Background: an optimization exercise with open tools, aiming at small area, a short achievable clock period and few clock cycles per item. Do not read the settings as production practice. In this exercise RTL edits were held to simulation tests only and were not proved equivalent to the original.

==> run Y <==
## chestnut_cordic
module chestnut_cordic (
    input  wire        clk,
    input  wire        rst,
    input  wire        in_valid,
    output wire        in_ready,
    input  wire [23:0] in_re,
    input  wire [23:0] in_im,
    input  wire [3:0]  in_ash,
    output reg         out_valid,
    output reg  [23:0] out_phase,
    output reg  [15:0] out_amp,
    output reg         out_sat
);
    assign in_ready = 1'b1;
    reg        v_in;
    reg [23:0] ar_in, ai_in;
    reg        sr_in, sg_in, si_in;
    reg [3:0]  ash_in;
    wire       in_sr = in_re[23], in_si = in_im[23];
    always @(posedge clk) begin
        v_in   <= in_valid & ~rst;
        ar_in  <= in_re ^ {24{in_sr}};                      
        ai_in  <= in_im ^ {24{in_si}};                      
        si_in  <= in_si;
        sr_in  <= in_sr;                                    
        sg_in  <= ~(in_sr ^ in_si) | (in_im == 24'd0);      
        ash_in <= in_ash;
    end
    wire [24:0] x1q;
    wire [24:0] y1q;
    wire [1:0] cx1 = {sr_in & si_in, sr_in ^ si_in};
    wire [1:0] cy1 = sg_in ? 2'd1 + si_in - sr_in : 2'd1 + sr_in - si_in;
    assign x1q = {1'b0, ar_in} + {1'b0, ai_in} + cx1;
    assign y1q = ({1'b0, ai_in} ^ {25{~sg_in}}) + ({1'b0, ar_in} ^ {25{sg_in}}) + cy1;
    wire [27:0] s0_i0_x = {x1q, 3'b000};
    wire [27:0] s0_i0_y = {y1q[24:0], 3'b000};
    reg        q0_v;
    reg [3:0]  q0_ash;
    reg [1:0] q0_b;
    reg [27:0] q0_x;
    reg [27:0] q0_y;
    always @(posedge clk) begin
        q0_v   <= v_in & ~rst;
        q0_ash <= ash_in;
        q0_b   <= {sg_in, sr_in};
        q0_x   <= s0_i0_x;
        q0_y   <= s0_i0_y;
    end
    wire s1_i1_d = ~q0_y[27];
    wire s1_i1_ry = q0_y[0] & (q0_y[1]);
    wire [27:0] s1_i1_xn;
    sk_add #(.W(28)) u_add1 (.a(q0_x), .b({2'd0, q0_y[26:1] ^ {26{q0_y[27]}}}), .cin(s1_i1_ry ^ q0_y[27]), .s(s1_i1_xn));
  ...
Settings: LEC_CHECK=0, ABC_AREA=1, CAP_MARGIN=20, CORE_MARGIN=2, CORE_UTILIZATION=65, CTS_CLUSTER_DIAMETER=80, CTS_CLUSTER_SIZE=30, PLACE_DENSITY=0.75, SLEW_MARGIN=20; clock period 12.0 ns.
standard.sh (not shown) runs the stock make flow with config.mk's settings and CLKGATE_MAP_FILE= SYNTH_SCRIPT=/design/flow/synth_recipe.tcl, a recipe that flattens the netlist after the stock synthesis.
==> flow/flow/run.sh <==
#!/bin/bash
set -euo pipefail
MARGIN=8.8
SETUP_SLACK_MARGIN=$MARGIN MATCH_CELL_FOOTPRINT=0 bash standard.sh SETUP_SLACK_MARGIN=$MARGIN MATCH_CELL_FOOTPRINT=0 finish > standard_flow.log 2>&1
==> run E (differences from run Y) <==
==> flow/flow/run.sh (replaced) <==
#!/bin/bash
set -euo pipefail
MARGIN=8.0
SETUP_SLACK_MARGIN=$MARGIN bash standard.sh SETUP_SLACK_MARGIN=$MARGIN finish > standard_flow.log 2>&1
ABC_AREA = unset   (was 1)
CTS_CLUSTER_DIAMETER = unset   (was 80)
CTS_CLUSTER_SIZE = unset   (was 30)
==> summary of the runs <==
Of run Y and run E, run Y has the higher fmax (gap about 17%, measured against run E). Against run E, the sequential share of layout area of run Y is lower by 1.2 points. Of run Y and run E, run E has the higher count of clock-buffer cells in the layout (gap 120). Against run E, the hold slack of run Y is worse by 3.6 ps. Of run E and run Y, run Y has the higher register-to-register slack (gap 630 ps). Setup slack: run E is lower than run Y (630 ps). In run Y the final cell count is higher than in run E, by about 18%.
Testbench counts of run Y, summed over its fixed seeds: cycles 12,200, items 12,000.
Testbench counts of run E, summed over its fixed seeds: cycles 12,200, items 12,000.

static timing again, ports no longer ideal:
How much do the figures lean on ideal ports? The routed layouts below were timed once more, with nothing changed but the port constraints.
Step 1, drivers: a clkbuf_16 drives clk and a buf_2 each remaining input, both assumed.
Step 2, shift: input delay + t, output delay - t, t = (earliest + latest rising clock arrival at the registers) / 2. This alone moves slack from input paths to output paths.
a / b / c = ideal / step 1 / step 2; a / b = the first two.
| run | t, ns | setup WS [ns] | clock arrival spread, ns | slew at the worst register clock pin (ns) | worst data-port slew with drivers (ns) |
|---|---|---|---|---|---|
| run Y | 0.770 | 8.321 / 8.321 / 8.213 | 0.047 / 0.047 | 0.11 / 0.11 | 0.07 |
| run E | 0.839 | 7.690 / 7.690 / 7.690 | 0.032 / 0.032 | 0.07 / 0.07 | 0.05 |
After both steps every run listed still meets setup and hold. For run Y, which loses most, drivers alone change the setup slack by 0.000 ns; drivers and shift together by -0.108 ns.
